This is an optimization exercise on Yosys and OpenROAD, whose aim is small area, a short achievable clock period and few clock cycles per item, not a production implementation. Function not checked in this run: the RTL went through the layout flow alone.

==> flow/config.mk <==
export PLATFORM = sky130hd
export DESIGN_NAME = loop_engine
export DESIGN_NICKNAME = loop_engine
export VERILOG_FILES = /design/flow/design.v
export SDC_FILE = /design/flow/constraint.sdc
export NUM_CORES = 8
export LEC_CHECK = 0
export ABC_CLOCK_PERIOD_IN_PS = 8000
export CAP_MARGIN = 20
export CORE_MARGIN = 2
export CORE_UTILIZATION = 40
export PLACE_DENSITY = 0.6
export SLEW_MARGIN = 20
==> flow/constraint.sdc <==
create_clock -name core_clock -period 25.0 [get_ports {clk}]
set_input_delay 5.0000 -clock core_clock [delete_from_list [all_inputs] [get_ports {clk}]]
set_output_delay 5.0000 -clock core_clock [all_outputs]
set_load 0.01 [all_outputs]
==> flow/design.v <==
module le_div #(
    parameter RW = 24,     
    parameter NW = 51,     
    parameter K  = 3,
    parameter SK = 9,
    parameter CW = 6
) (
    input  wire          clk,
    input  wire          rst,
    input  wire          ld,
    input  wire [RW:0]   ld_r0,
    input  wire [NW-1:0] ld_nq,
    input  wire [RW-1:0] ld_d,
    input  wire [CW-1:0] ld_cnt,
    output reg           busy,
    output reg           ovf,
    output wire [NW-1:0] q
);
    reg [RW-1:0] r;
    reg [RW-1:0] d;
    reg [NW-1:0] nq;
    reg [CW-1:0] cnt;
    assign q = nq;
    reg [RW-1:0] rr [0:K];
    reg [NW-1:0] qq [0:K];
    reg [RW:0]   t;
    integer i;
    always @* begin
        rr[0] = r;
        qq[0] = nq;
        for (i = 0; i < K; i = i + 1) begin
            t = {rr[i], qq[i][NW-1]} - {1'b0, d};
            if (!t[RW]) rr[i+1] = t[RW-1:0];
            else        rr[i+1] = {rr[i][RW-2:0], qq[i][NW-1]};
            qq[i+1] = {qq[i][NW-2:0], !t[RW]};
        end
    end
    wire [RW+SK-1:0] rs   = {r, nq[NW-1 -: SK]};
    wire             skip = (cnt >= SK) && (rs < {{SK{1'b0}}, d});
    always @(posedge clk) begin
        if (rst) begin
            busy <= 1'b0;
        end else if (ld) begin
            ovf  <= (ld_r0 >= {1'b0, ld_d});
            busy <= (ld_r0 < {1'b0, ld_d}) && (ld_cnt != 0);
            r    <= ld_r0[RW-1:0];
            nq   <= ld_nq;
            d    <= ld_d;
            cnt  <= ld_cnt;
        end else if (busy) begin
            if (skip) begin
                r   <= rs[RW-1:0];
                nq  <= {nq[NW-SK-1:0], {SK{1'b0}}};
                cnt <= cnt - SK;
                if (cnt == SK) busy <= 1'b0;
            end else begin
                r   <= rr[K];
                nq  <= qq[K];
                cnt <= cnt - K;
                if (cnt == K) busy <= 1'b0;
            end
        end
    end
endmodule
module le_sqrt #(
    parameter K = 3
) (
    input  wire        clk,
    input  wire        rst,
    input  wire        ld,
    input  wire [47:0] ld_x,
    input  wire [4:0]  ld_cnt,
    output reg         busy,
    output reg  [23:0] y
);
    reg [25:0] r;
    reg [47:0] x;
    reg [4:0]  cnt;
    reg [25:0] rr [0:K];
    reg [23:0] yy [0:K];
    reg [47:0] xx [0:K];
    reg [27:0] r4;
    reg [27:0] t;
    integer i;
    always @* begin
        rr[0] = r;
        yy[0] = y;
        xx[0] = x;
        for (i = 0; i < K; i = i + 1) begin
            r4 = {rr[i], xx[i][47:46]};
            t  = r4 - {2'b00, yy[i], 2'b01};
            if (!t[27]) rr[i+1] = t[25:0];
            else        rr[i+1] = r4[25:0];
            yy[i+1] = {yy[i][22:0], !t[27]};
            xx[i+1] = {xx[i][45:0], 2'b00};
        end
    end
    wire skip = (cnt >= 5'd6) && (y == 24'd0) && (r == 26'd0) && (x[47:36] == 12'd0);
    always @(posedge clk) begin
        if (rst) begin
            busy <= 1'b0;
        end else if (ld) begin
            busy <= (ld_cnt != 0);
            r    <= 26'd0;
            y    <= 24'd0;
            x    <= ld_x;
            cnt  <= ld_cnt;
        end else if (busy) begin
            if (skip) begin
                x   <= {x[35:0], 12'd0};
                cnt <= cnt - 5'd6;
                if (cnt == 5'd6) busy <= 1'b0;
            end else begin
                r   <= rr[K];
                y   <= yy[K];
                x   <= xx[K];
                cnt <= cnt - K;
                if (cnt == K) busy <= 1'b0;
            end
        end
    end
endmodule
module loop_engine (
    input  wire               clk,
    input  wire               rst,
    input  wire               start,
    input  wire               restart,
    output wire               ready,
    output reg                done,
    input  wire signed [19:0] p_d,          
    input  wire signed [19:0] v_d,          
    input  wire signed [23:0] a_d,          
    input  wire signed [19:0] p_m,          
    input  wire signed [19:0] v_m,          
    input  wire        [1:0]  sigma,        
    input  wire signed [15:0] f_est,        
    input  wire signed [15:0] base,         
    input  wire               homed,
    input  wire        [15:0] force_cap,    
    input  wire               open_dir,
    input  wire        [23:0] scale,        
    input  wire        [23:0] vmax_hard,    
    input  wire signed [19:0] pos_min,      
    input  wire signed [19:0] pos_max,      
    input  wire        [15:0] mass,         
    input  wire        [23:0] kf,           
    input  wire        [15:0] ke_close,     
    input  wire        [15:0] ke_open,      
    input  wire        [23:0] nose_len,     
    input  wire        [19:0] nose_vmax,    
    input  wire        [23:0] nose_decel,   
    input  wire        [15:0] force_close,  
    input  wire        [15:0] force_open,   
    input  wire        [15:0] sel_hyst,     
    input  wire        [7:0]  sel_frames,   
    input  wire        [15:0] track_margin, 
    input  wire        [15:0] i_max,        
    input  wire        [15:0] id_ref,       
    input  wire        [23:0] pos_kp,       
    input  wire        [23:0] vel_kp,
    input  wire        [23:0] vel_ki,
    input  wire        [23:0] acc_ff,
    input  wire        [23:0] force_ki,
    output reg  signed [17:0] iq,           
    output reg         [23:0] v_ke,         
    output reg         [23:0] v_nose,       
    output reg         [2:0]  selected,     
    output reg         [2:0]  reported,     
    output reg                i_limited     
);
    localparam [5:0]
        S_IDLE = 6'd0,
        S_U3   = 6'd29, S_U4 = 6'd30, S_U1 = 6'd31, S_VKE = 6'd32,
        S_SELA = 6'd36, S_SELB = 6'd37, S_L1 = 6'd38, S_L5 = 6'd42,
        S_ADV  = 6'd43, S_FIN = 6'd44,
        S_A0   = 6'd48, S_A6 = 6'd54, S_A7 = 6'd56;
    reg  [5:0] st;
    reg        busy_f;                       
    assign ready = !busy_f;
    reg        sdn;                          
    reg        closing_r, act2_r, act3_r, act4_r, nose_on;
    reg signed [20:0] ra;                    
    reg signed [17:0] rfb;                   
    reg signed [16:0] rfe;                   
    reg        [19:0] rd;                    
    reg signed [20:0] rvm;                   
    wire sd_neg  = (sigma == 2'b11);
    wire sig_nz  = (sigma != 2'b00);
    wire closing = sig_nz && (sd_neg == !open_dir);
    wire opening = sig_nz && !closing;
    wire [15:0] fcap = (force_cap != 16'd0) ? force_cap : (closing_r ? force_close : force_open);
    wire [15:0] fcap0 = (force_cap != 16'd0) ? force_cap : (closing ? force_close : force_open);
    wire signed [20:0] d_raw = open_dir ? (pos_max - p_m) : (p_m - pos_min);
    reg  [53:0] MA;
    reg  [23:0] MB;
    reg  [50:0] PR;
    wire [50:0] prod = MA[26:0] * MB;
    reg  [51:0] WH;
    reg  [53:0] WL;
    wire [78:0] W2 = {WH[51:0], WL[53:27]};
    reg  [53:0] T;                           
    reg  [41:0] T2;
    reg  [68:0] XR;                          
    reg         sX1;                         
    reg         se;                          
    reg         sb_r;                        
    reg         vke_sat;
    reg  signed [59:0] AR;
    reg  signed [59:0] u1, u2, u3, u4;       
    reg  signed [33:0] I1, I2, I3, I4;       
    reg         ew_ld, en1_ld, en2_ld, e6_ld, es_ld;
    reg  [48:0] ew_r0;  reg [55:0] ew_nq;  reg [47:0] ew_d;
    reg  [24:0] en1_r0; reg [50:0] en1_nq; reg [23:0] en1_d; reg [5:0] en1_cnt;
    reg  [24:0] en2_r0; reg [50:0] en2_nq;
    reg  [10:0] e6_r0;  reg [35:0] e6_nq;
    reg  [47:0] es_x;   reg [4:0]  es_cnt;
    wire        ew_busy, en1_busy, en2_busy, e6_busy, es_busy;
    wire        ew_ovf, en1_ovf, en2_ovf, e6_ovf;
    wire [55:0] ew_q;   wire [50:0] en1_q; wire [50:0] en2_q; wire [35:0] e6_q;
    wire [23:0] es_y;
    le_div #(.RW(48), .NW(56), .K(2), .SK(8), .CW(6)) u_ew (
        .clk(clk), .rst(rst), .ld(ew_ld), .ld_r0(ew_r0), .ld_nq(ew_nq), .ld_d(ew_d),
        .ld_cnt(6'd56), .busy(ew_busy), .ovf(ew_ovf), .q(ew_q));
    le_div #(.RW(24), .NW(51), .K(3), .SK(9), .CW(6)) u_en1 (
        .clk(clk), .rst(rst), .ld(en1_ld), .ld_r0(en1_r0), .ld_nq(en1_nq), .ld_d(en1_d),
        .ld_cnt(en1_cnt), .busy(en1_busy), .ovf(en1_ovf), .q(en1_q));
    le_div #(.RW(24), .NW(51), .K(3), .SK(9), .CW(6)) u_en2 (
        .clk(clk), .rst(rst), .ld(en2_ld), .ld_r0(en2_r0), .ld_nq(en2_nq), .ld_d(kf),
        .ld_cnt(6'd51), .busy(en2_busy), .ovf(en2_ovf), .q(en2_q));
    le_div #(.RW(10), .NW(36), .K(3), .SK(9), .CW(6)) u_e6 (
        .clk(clk), .rst(rst), .ld(e6_ld), .ld_r0(e6_r0),
        .ld_nq(e6_nq), .ld_d(10'd625),
        .ld_cnt(6'd36), .busy(e6_busy), .ovf(e6_ovf), .q(e6_q));
    le_sqrt #(.K(3)) u_es (
        .clk(clk), .rst(rst), .ld(es_ld), .ld_x(es_x), .ld_cnt(es_cnt),
        .busy(es_busy), .y(es_y));
    wire signed [20:0] b_pos = p_d - p_m;
    wire signed [20:0] b_neg = p_m - p_d;
    wire               sb    = b_pos[20];
    wire        [19:0] b_abs = sb ? b_neg[19:0] : b_pos[19:0];
    wire        [23:0] ad_abs = a_d[23] ? (24'd0 - a_d) : a_d;
    wire        [17:0] fb_abs = rfb[17] ? (18'd0 - rfb) : rfb;
    wire signed [18:0] fc     = rfb - rfe;                  
    wire        [17:0] fc_abs = fc[18] ? (19'd0 - fc) : fc;
    wire        [23:0] dl     = {4'd0, rd} - nose_len;      
    wire        [16:0] im_p   = {1'b0, i_max} + {1'b0, id_ref};
    wire        [15:0] im_m   = (i_max >= id_ref) ? (i_max - id_ref) : 16'd0;
    wire signed [25:0] w2     = $signed({2'b00, v_ke})   - rvm;
    wire signed [25:0] w3     = $signed({2'b00, v_nose}) - rvm;
    wire        [24:0] w2_abs = w2[25] ? (26'd0 - w2) : w2;
    wire        [24:0] w3_abs = w3[25] ? (26'd0 - w3) : w3;
    wire [23:0] e_sel = closing_r ? ke_close : ke_open;
    wire [59:0] ff_y   = ew_ovf ? (60'd1 << 55) : {5'd0, ew_q[55:1]};
    wire        ff_c   = ew_ovf ? 1'b0 : ew_q[0];
    wire        sFF    = sdn ^ a_d[23];
    reg  [2:0]  s_r;
    reg  signed [59:0] us_r;
    reg  signed [33:0] out_r;
    reg  signed [34:0] top_r;
    reg         lim_r;
    reg  [2:0]  ps, pr;                      
    reg  [7:0]  run;
    reg  [7:0]  run_new_r;
    reg  [2:0]  r0_r;
    reg         r0_ok;                       
    reg  [2:0]  s_new;
    reg  signed [59:0] u_min;
    always @* begin
        s_new = 3'd1;
        u_min = u1;
        if (act2_r && u2 <= u_min) begin s_new = 3'd2; u_min = u2; end
        if (act3_r && u3 <= u_min) begin s_new = 3'd3; u_min = u3; end
        if (act4_r && u4 <= u_min) begin s_new = 3'd4; u_min = u4; end
    end
    reg  [15:0] ilim;                        
    wire signed [59:0] ilim_q = {28'd0, ilim, 16'd0};
    wire        lim_hi  = us_r > ilim_q;
    wire        lim_lo  = us_r < -ilim_q;
    wire signed [33:0] out_new = lim_hi ? ilim_q[33:0] : (lim_lo ? -ilim_q[33:0] : us_r[33:0]);
    wire        lim_new = lim_hi || lim_lo;
    wire [2:0]  r0 = (pr == 3'd5) ? ps : pr;
    reg         r0_act;
    always @* begin
        case (r0)
            3'd1:    r0_act = 1'b1;
            3'd2:    r0_act = act2_r;
            3'd3:    r0_act = act3_r;
            3'd4:    r0_act = act4_r;
            default: r0_act = 1'b0;
        endcase
    end
    reg signed [59:0] u_r0;
    always @* begin
        case (r0_r)
            3'd1:    u_r0 = u1;
            3'd2:    u_r0 = u2;
            3'd3:    u_r0 = u3;
            default: u_r0 = u4;
        endcase
    end
    wire signed [59:0] hyst_q = {28'd0, sel_hyst, 16'd0};
    wire [2:0]  r_new = lim_r ? 3'd5 :
                        (!r0_ok || (AR > hyst_q) || (run_new_r >= sel_frames)) ? s_r : r0_r;
    reg         ia_v, ia_mode, ia_min, ia_out;
    reg  [2:0]  ia_k;
    reg         ib_v;
    reg  [2:0]  ib_k;
    reg  signed [35:0] ib_d;
    reg  signed [59:0] ia_u;
    always @* begin
        case (ia_k)
            3'd1:    ia_u = u1;
            3'd2:    ia_u = u2;
            3'd3:    ia_u = u3;
            default: ia_u = u4;
        endcase
    end
    reg  [35:0] adv_q; reg adv_ovf; reg adv_s;
    always @* begin
        if (s_r == 3'd4) begin
            adv_q = en1_q[35:0]; adv_ovf = en1_ovf; adv_s = fc[18];
        end else begin
            adv_q = e6_q; adv_ovf = e6_ovf;
            adv_s = (s_r == 3'd1) ? sX1 : ((s_r == 3'd2) ? w2[25] : w3[25]);
        end
    end
    wire [59:0] ia_x   = ia_mode ? 60'd0 : (ia_out ? {{26{out_r[33]}}, out_r} : {{25{top_r[34]}}, top_r});
    wire [59:0] ia_y0  = ia_mode ? (adv_ovf ? (60'd1 << 35) : {25'd0, adv_q[35:1]}) : ia_u;
    wire        ia_sub = ia_mode ? adv_s : 1'b1;
    wire        ia_ci  = ia_mode ? (adv_ovf ? adv_s : (adv_s ^ adv_q[0])) : 1'b1;
    wire [60:0] ia_sum_u = {ia_x[59], ia_x} + {ia_sub ^ ia_y0[59], ia_sub ? ~ia_y0 : ia_y0} + {60'd0, ia_ci};
    wire signed [60:0] ia_sum = ia_sum_u;
    wire signed [35:0] ia_sat = (ia_sum > 61'sd34359738367) ? 36'sh7FFFFFFFF :
                                (ia_sum < -61'sd34359738368) ? -36'sh800000000 : ia_sum[35:0];
    wire signed [35:0] ia_d   = (ia_min && ia_sat > 36'sd0) ? 36'sd0 : ia_sat;
    reg  signed [33:0] ib_i;
    always @* begin
        case (ib_k)
            3'd1:    ib_i = I1;
            3'd2:    ib_i = I2;
            3'd3:    ib_i = I3;
            default: ib_i = I4;
        endcase
    end
    wire signed [36:0] ib_sum = ib_i + ib_d;
    wire signed [36:0] imax_q = {5'd0, i_max, 16'd0};
    wire signed [33:0] ib_new = (ib_sum > imax_q) ? imax_q[33:0] :
                                (ib_sum < -imax_q) ? -imax_q[33:0] : ib_sum[33:0];
    reg  [59:0] al_x, al_y;
    reg         al_sub, al_ci;
    wire [59:0] al_res = al_x + (al_sub ? ~al_y : al_y) + {59'd0, al_ci};
    reg         stall;
    reg  [2:0]  lk;                           
    always @* begin
        al_x = 60'd0; al_y = 60'd0; al_sub = 1'b0; al_ci = 1'b0;
        stall = 1'b0;
        ia_v = 1'b0; ia_mode = 1'b0; ia_min = 1'b0; ia_out = 1'b0; ia_k = s_r;
        lk = st[2:0] - S_L1[2:0] + 3'd1;
        case (st)
            6'd13: begin al_x = {{23{ra[20]}}, ra, 16'd0}; al_y = {9'd0, PR}; al_sub = sb_r; al_ci = sb_r; end
            6'd14: begin al_x = 60'd0; al_y = AR; al_sub = AR[59]; al_ci = AR[59]; end
            6'd20: begin al_x = {{26{I1[33]}}, I1}; al_y = {7'd0, XR[68:16]};
                         al_sub = sX1; al_ci = sX1 ^ XR[15]; end
            6'd26: begin stall = es_busy || en1_busy; end
            S_U3:  begin al_x = {{26{I3[33]}}, I3}; al_y = {9'd0, PR}; al_sub = w3[25]; al_ci = w3[25]; end
            S_U4:  begin al_x = {{26{I4[33]}}, I4}; al_y = {10'd0, en2_q[50:1]};
                         al_sub = rfb[17]; al_ci = rfb[17] ^ en2_q[0]; stall = en2_busy; end
            S_U1:  begin al_x = AR; al_y = ff_y; al_sub = sFF; al_ci = sFF ^ ff_c; stall = ew_busy; end
            S_VKE: begin stall = es_busy; end
            6'd35: begin al_x = {{26{I2[33]}}, I2}; al_y = {9'd0, PR}; al_sub = w2[25]; al_ci = w2[25]; end
            S_SELB: begin al_x = u_r0; al_y = us_r; al_sub = 1'b1; al_ci = 1'b1; end
            S_L1, S_L1 + 6'd1, S_L1 + 6'd2, S_L1 + 6'd3: begin
                ia_k = lk;
                if (lk != s_r) begin
                    ia_v = 1'b1;
                    case (lk)
                        3'd1:    ia_min = 1'b1;
                        3'd2:    ia_min = act2_r;
                        3'd3:    ia_min = act3_r;
                        default: ia_min = act4_r;
                    endcase
                end else if (lim_r) begin
                    ia_v = 1'b1; ia_out = 1'b1;
                end
            end
            S_ADV: begin
                stall = (s_r == 3'd4) ? en1_busy : e6_busy;
                ia_v = 1'b1; ia_mode = 1'b1;
            end
            S_A7: begin
                stall = e6_busy;
                ia_v = 1'b1; ia_mode = 1'b1;
            end
            default: ;
        endcase
    end
    wire signed [34:0] oq = {out_r[33], out_r} + (out_r[33] ? 35'sd32767 : 35'sd32768);
    wire signed [18:0] rq = oq[34:16];
    wire signed [18:0] iq_new = sdn ? -rq : rq;
    always @(posedge clk) begin
        done   <= 1'b0;
        ew_ld  <= 1'b0; en1_ld <= 1'b0; en2_ld <= 1'b0; e6_ld <= 1'b0; es_ld <= 1'b0;
        if (rst) begin
            st      <= S_IDLE;
            busy_f  <= 1'b0;
            ib_v    <= 1'b0;
            I1 <= 34'sd0; I2 <= 34'sd0; I3 <= 34'sd0; I4 <= 34'sd0;
            ps <= 3'd0; pr <= 3'd0; run <= 8'd0;
        end else if (!stall) begin
            PR <= prod;
            MA <= {27'd0, MA[53:27]};
            ib_v <= ia_v;
            ib_k <= ia_k;
            ib_d <= ia_d;
            if (ib_v) begin
                case (ib_k)
                    3'd1:    I1 <= ib_new;
                    3'd2:    I2 <= ib_new;
                    3'd3:    I3 <= ib_new;
                    default: I4 <= ib_new;
                endcase
            end
            if (st != S_IDLE) st <= st + 6'd1;
            case (st)
            S_IDLE: begin
                ib_v <= 1'b0;
                if (start) begin
                    busy_f  <= 1'b1;
                    st      <= 6'd1;
                    if (restart) begin
                        I1 <= 34'sd0; I2 <= 34'sd0; I3 <= 34'sd0; I4 <= 34'sd0;
                        ps <= 3'd0; pr <= 3'd0; run <= 8'd0;
                    end
                    sdn       <= sd_neg;
                    closing_r <= closing;
                    act2_r    <= closing || (opening && ke_open != 16'd0);
                    act3_r    <= closing;
                    act4_r    <= closing || (opening && force_open != 16'd0);
                    ra        <= v_d - v_m;
                    rfb       <= $signed({2'b00, fcap0}) + base;
                    rfe       <= sd_neg ? -f_est : f_est;
                    rd        <= d_raw[20] ? 20'd0 : d_raw[19:0];
                    rvm       <= sd_neg ? -v_m : v_m;
                    MA <= {38'd0, mass}; MB <= acc_ff;                   
                end
            end
            6'd1: begin
                nose_on <= homed && ({4'd0, rd} > nose_len);
                MA <= {38'd0, e_sel[15:0]}; MB <= scale;            
            end
            6'd2: begin MA <= {14'd0, PR[39:0]}; MB <= 24'd10000; end    
            6'd3: begin T <= {14'd0, PR[39:0]}; end                    
            6'd4: begin WH <= {1'b0, PR}; MA <= T; MB <= scale; end       
            6'd5: begin WH <= PR + (WH >> 27); WL <= {WH[26:0], WL[53:27]}; end    
            6'd6: begin
                MA <= W2[53:0]; MB <= ad_abs;                       
                WH <= {1'b0, PR};
            end
            6'd7: begin WH <= PR + (WH >> 27); WL <= {WH[26:0], WL[53:27]}; end    
            6'd8: begin
                en1_ld  <= 1'b1;
                en1_r0  <= {9'd0, W2[63:48]};
                en1_nq  <= {W2[47:0], 3'd0};
                en1_d   <= {6'd0, mass, 2'b00} + {8'd0, mass};
                en1_cnt <= 6'd48;
                WH <= {1'b0, PR};
                MA <= {30'd0, scale}; MB <= kf;                     
            end
            6'd9: begin
                WH <= PR + (WH >> 27); WL <= {WH[26:0], WL[53:27]};   
                MA <= {37'd0, im_p}; MB <= {8'd0, im_m};            
            end
            6'd10: begin
                ew_ld <= 1'b1;
                ew_r0 <= {25'd0, W2[78:55]};
                ew_nq <= {W2[54:0], 1'b0};
                ew_d  <= PR[47:0];
                MA <= {36'd0, fb_abs}; MB <= 24'd100000;            
            end
            6'd11: begin
                es_ld  <= 1'b1;                                     
                es_x   <= {4'd0, PR[31:0], 12'd0};
                es_cnt <= 5'd18;
                sb_r   <= sb;
                MA <= {34'd0, b_abs}; MB <= pos_kp;                 
            end
            6'd12: begin
                en2_ld <= 1'b1;
                en2_r0 <= 25'd0;
                en2_nq <= {PR[33:0], 17'd0};
                MA <= {34'd0, nose_vmax}; MB <= {4'd0, nose_vmax};   
            end
            6'd13: begin
                AR <= al_res;                                       
                MA <= {32'd0, dl[20:0], 1'b0}; MB <= nose_decel;    
            end
            6'd14: begin
                WH <= {1'b0, PR};
                AR <= al_res;                                       
                se <= AR[59];
            end
            6'd15: begin
                WH <= PR + WH;                                      
                MA <= AR[53:0]; MB <= vel_kp;                       
                sX1 <= sdn ^ se;
            end
            6'd16: begin T <= WH[53:0]; end
            6'd17: begin
                WH <= {1'b0, PR};
                MA <= {36'd0, fc_abs}; MB <= force_ki;              
            end
            6'd18: begin WH <= PR + (WH >> 27); WL <= {WH[26:0], WL[53:27]}; end    
            6'd19: begin
                T2 <= PR[41:0];
                XR <= W2[68:0];
                MA <= W2[53:0]; MB <= vel_ki;                       
                ilim <= es_y[15:0];
                if (nose_on) begin                                  
                    es_ld  <= 1'b1;
                    es_x   <= {2'd0, T[45:0]};
                    es_cnt <= 5'd24;
                end
            end
            6'd20: begin AR <= al_res; end                          
            6'd21: begin WH <= {1'b0, PR}; MA <= {39'd0, XR[68:54]}; end
            6'd22: begin
                WH <= PR + (WH >> 27); WL <= {WH[26:0], WL[53:27]};
                MA <= {12'd0, T2}; MB <= 24'd100000;                
            end
            6'd23: begin WH <= PR + (WH >> 27); WL <= {WH[26:0], WL[53:27]}; end    
            6'd24: begin
                e6_ld <= 1'b1;
                e6_r0 <= (|WH[51:29]) ? 11'h7FF : WH[28:18];        
                e6_nq <= {WH[17:0], WL[53:36]};                     
                WH <= {1'b0, PR};
            end
            6'd25: begin WH <= PR + (WH >> 27); WL <= {WH[26:0], WL[53:27]}; end    
            6'd26: begin
                if (nose_on)
                    v_nose <= (es_y > vmax_hard) ? vmax_hard : es_y;
                else
                    v_nose <= {4'd0, nose_vmax};
                if (!en1_ovf) begin                                 
                    es_ld  <= 1'b1;
                    es_x   <= en1_q[47:0];
                    es_cnt <= 5'd24;
                end
                vke_sat <= en1_ovf;
                en1_ld  <= 1'b1;
                en1_r0  <= W2[59:35];
                en1_nq  <= {W2[34:0], 1'b0, 15'd0};
                en1_d   <= kf;
                en1_cnt <= 6'd36;
            end
            6'd27: begin MA <= {29'd0, w3_abs}; MB <= vel_kp; end   
            S_U3:  begin u3 <= al_res; end
            S_U4:  begin u4 <= al_res; end
            S_U1:  begin u1 <= al_res; end
            S_VKE: begin v_ke <= vke_sat ? vmax_hard : ((es_y > vmax_hard) ? vmax_hard : es_y); end
            6'd33: begin MA <= {29'd0, w2_abs}; MB <= vel_kp; end   
            6'd35: begin u2 <= al_res; end
            S_SELA: begin
                s_r   <= s_new;
                us_r  <= u_min;
                r0_r  <= r0;
                r0_ok <= (r0 != 3'd0) && r0_act;
                run_new_r <= (s_new == ps) ? ((run == 8'hFF) ? 8'hFF : run + 8'd1) : 8'd1;
            end
            S_SELB: begin
                AR    <= al_res;                                    
                out_r <= out_new;
                lim_r <= lim_new;
                top_r <= {out_new[33], out_new} + $signed({3'd0, track_margin, 16'd0});
                ps    <= s_r;
                run   <= run_new_r;
            end
            S_L1: begin pr <= r_new; end
            S_L5: begin
                if (lim_r)                st <= S_FIN;
                else if (s_r == 3'd2 || s_r == 3'd3) st <= S_A0;
                else                      st <= S_ADV;
            end
            S_ADV: begin st <= S_FIN; end
            S_FIN: begin
                iq        <= iq_new[17:0];
                selected  <= s_r;
                reported  <= pr;
                i_limited <= lim_r;
                done      <= 1'b1;
                busy_f    <= 1'b0;
                st        <= S_IDLE;
            end
            S_A0: begin MA <= {29'd0, (s_r == 3'd2) ? w2_abs : w3_abs}; MB <= vel_kp; end
            S_A0 + 6'd2: begin MA <= {5'd0, PR[48:0]}; MB <= vel_ki; end      
            S_A0 + 6'd4: begin WH <= {1'b0, PR}; end
            S_A0 + 6'd5: begin WH <= PR + (WH >> 27); WL <= {WH[26:0], WL[53:27]}; end
            S_A6: begin
                e6_ld <= 1'b1;
                e6_r0 <= (|W2[78:67]) ? 11'h7FF : W2[66:56];        
                e6_nq <= W2[55:20];
            end
            S_A7: begin st <= S_FIN; end
            default: ;
            endcase
        end
    end
endmodule
==> flow/run.sh <==
#!/bin/bash
# synth_recipe.tcl (not shown) runs the flow's synth.tcl, then flattens the netlist and writes it again
# the make line also repeats each setting of config.mk as NAME=value (left out here)
make -C /OpenROAD-flow-scripts/flow DESIGN_CONFIG=/design/flow/config.mk WORK_HOME=/design/flow/orfs CLKGATE_MAP_FILE= SYNTH_SCRIPT=/design/flow/synth_recipe.tcl finish
==> metrics.csv <==
metric,value,unit
grt_use_total,35.8,%
cts_resized,0,
hold_violations,0,
grt_max_degree,107,
die_x,659,µm
htreeDepth,4,
cts_max_path_buffers,4,
clk_pin_slew,0.06,ns
setup_viol,0,
setup.worst_path.class,reg -> reg,
start_util,40.2,%
timing.slew.headroom,10.6,%
first_iter_violations,22008,
fillers,41323,
period_minus_slack,13.23,ns
numPortBuffers,686,
finalNonFillerCells,24817,
placedCellCount,24215,
grt_pass1_wl,1100000,µm
ys_seq_elements,2070,
critical_path.max_stage_delay,0.70,ns
fin_crit_sh,52.9,%
hp-class,reg -> reg,
fin_tns_setup,0,ns
synth.yosys.warnings,15,
critPathSlowestCell,o41ai_1,
routedWlPerCell,32.5,µm
cp_data_arrival_time,13.90,ns
clk_latency,1.04,ns
finalWirelength,806000,µm
synth_enable_flop_cells,1901,
skew,0.0956,ns
synthCells,18291,
vias_per_cell,6.22,
gp_congestion,1.08,
dr.pass1.iters,13,
max_freq,75.6,MHz
yosysTopAreaCell,edfxtp_1,
cts-root-buf,clkbuf_16,
vias,154244,
syn_avg_cell_area,9.38,µm²
synth.area.top_cells,"edfxtp_1 33%, ha_1 11%, fa_1 6.7%",
cp.required,25.67,ns
fp.dieArea,434000,µm²
synthesis.area,172000,µm²
synthArstFlopShare,0,%
die_y,659,µm
top_layer,met5,
fin_nets,21450,
antenna_found_initial,153,
max_cap_viol_count,0,
ant_nets,0,
cts_sinks,2070,
cts_hold_buf,0,
drive_above_1_share,6.86,%
worst_pin_slew,1.34,ns
first_global_vias,142656,
wl_met2,325000,µm
cts_tree,done,
yosysTopAreaCellShare,33.3,%
rsz0062_at_grt,no,
syn2layout_area_growth,13.5,%
drv_slew,0,
finalWorstSetupSlack,11.77,ns
synth_ff_type,edfxtp_1,
post-dp-hpwl,630000,µm
status,"complete, no violations",
synth_cell_types,121,
yosysSeqAreaShare,35.3,%
wl_met1,300000,µm
rows,240,
path_max_fanout,45,
start_kind,flip-flop,
grt_overflow_total,0,
synth_nets,20962,
drc,0,
setup.worst_path.end_class,flip-flop,
wl_met3,104000,µm
post-cts-setup-buffers,0,
cts_made_buffers,241,
ioPinCount,687,
dp_slack,12.04,ns
coreArea,427000,µm²
==> sequential cells by signal, summed over array words and instances (netlist names), 51 cells and up <==
name      cells
ew_nq        55
AR           60
u_en2.nq     51
XR           54
WH           52
u3           60
u1           60
u2           60
PR           51
u_ew.nq      56
u4           60
u_en1.nq     51
T            52
us_r         60
MA           54
==> cells in the final DEF (no fill, tap or decap), types with 188 or more instances in the layout <==
cell type and n:
a21o_1 426, a21oi_1 1220, a22oi_1 346, and2_1 400
buf_4 402, clkbuf_16 243, clkdlybuf4s50_1 683, edfxtp_1 1901
fa_1 576, ha_1 1483, inv_1 1451, mux2_2 234
mux2i_1 472, nand2_1 2186, nand2b_1 197, nand3_1 407
nor2_1 1007, nor2b_1 188, nor3_1 230, o21ai_0 1118
xnor2_1 642, xor2_1 315
==> worst paths after layout <==
kind / start / endpoint / slack [ns] / cells after the start
max: u_en1.nq[50] / u_en1.r[5] / 11.77 / 50
min: ew_d[1] / u_ew.d[1] / 0.42 / 0
max reg2reg: u_en1.nq[50] / u_en1.r[5] / 11.77 / 50
min reg2reg: ew_d[1] / u_ew.d[1] / 0.42 / 0
==> cell families after synthesis <==
group,count (synthesis),share of synthesized area [%]
mux,715,4.34
xor+xnor,973,5.04
buf+inv,2312,5.11
flops,2070,35.3
simple gates,5408,14.8
compound gates,4754,17.9
fa+ha+maj,2059,17.5
==> stage by stage <==
stage	util [%]	hold WS [ns]	area (µm²)
2_1_floorplan	-	0.424	172000
3_3_place_gp	43.6	0.435	186000
3_5_place_dp	43.6	0.434	186000
4_1_cts	45.5	0.421	194000
5_1_grt	45.5	0.439	194000
6_report	45.6	0.419	195000
==> critical path, delay by kind of cell (launching register included) <==
family,cells,cell delay [ns]
AO/OA/AOI/OAI,31,7.53
flip-flops,1,0.45
buffers and inverters,5,1.35
AND/OR/NAND/NOR,6,1.22
multiplexers,2,0.81
adder cells (fa/ha/maj),4,1.18
XOR/XNOR,2,0.31
==> final cells by class <==
class | count | area, µm² | share of cell area [%]
inverters | 1460 | 5490 | 2.82
diodes | 142 | 355 | 0.183
repair buffers | 1097 | 9980 | 5.13
clock buffers | 281 | 6330 | 3.25
multi-input cells | 13909 | 103000 | 52.9
clock inverters | 171 | 1840 | 0.945
flip-flops and latches | 2070 | 60500 | 31.1
well taps | 5687 | 7120 | 3.66
==> routing by layer <==
layer  vias to the layer above  global-route usage [%]
met1                     74973                    44.1
met4                        68                    28.3
met5                         -                    1.10
met3                      2231                    13.1
met2                      9795                    50.3
li1                      67177                       -
==> cells in the mapped netlist, drive strengths merged (57+ instances only) <==
cell type and count:
inv 1455, nor3 239, a222oi 82, or3 95
o211ai 65, o21ai 1201, dfxtp 169, buf 131
clkbuf 721, nand2b 198, o221ai 77, o31ai 95
a221oi 119, and3 121, a22oi 346, or2 57
mux2 235, nor4 117, nand2 2192, edfxtp 1901
o21a 137, xnor2 652, a21oi 1237, a22o 144
nand4 183, mux2i 480, fa 576, a31oi 99
and2 404, xor2 319, nor2 1044, ha 1483
nand3 412, nor2b 195, o22ai 61, a21o 427
a21boi 62, a211oi 127, o21bai 128

[afterwards: timing with drivers on the ports]
The flow's constraints put no driver on any port. The routed layout listed below was extracted and timed again, unchanged, in two steps. Step 1: set_driving_cell puts a clkbuf_16 on clk and a buf_2 on each other input, an assumption about the parent block. Step 2 adds t to the input delays and takes it off the output delays; t is the mean of the earliest and latest rising clock arrival at the registers after step 1. Input paths then give back, and output paths get back, about the clock's delay inside the block. Three values: ideal ports, drivers, drivers and shift; two values: the first two.
shift t [ns]: 1.121
setup slack, ns: 11.768 / 11.768 / 11.768
worst hold slack (ns): 0.419 / 0.419 / 0.419
clock arrival spread, ns: 0.096 / 0.096
pins driven straight from the clock port: 1
After both steps this run still meets setup and hold. The setup slack of this run moves by 0.000 ns with the drivers and by 0.000 ns with both steps.
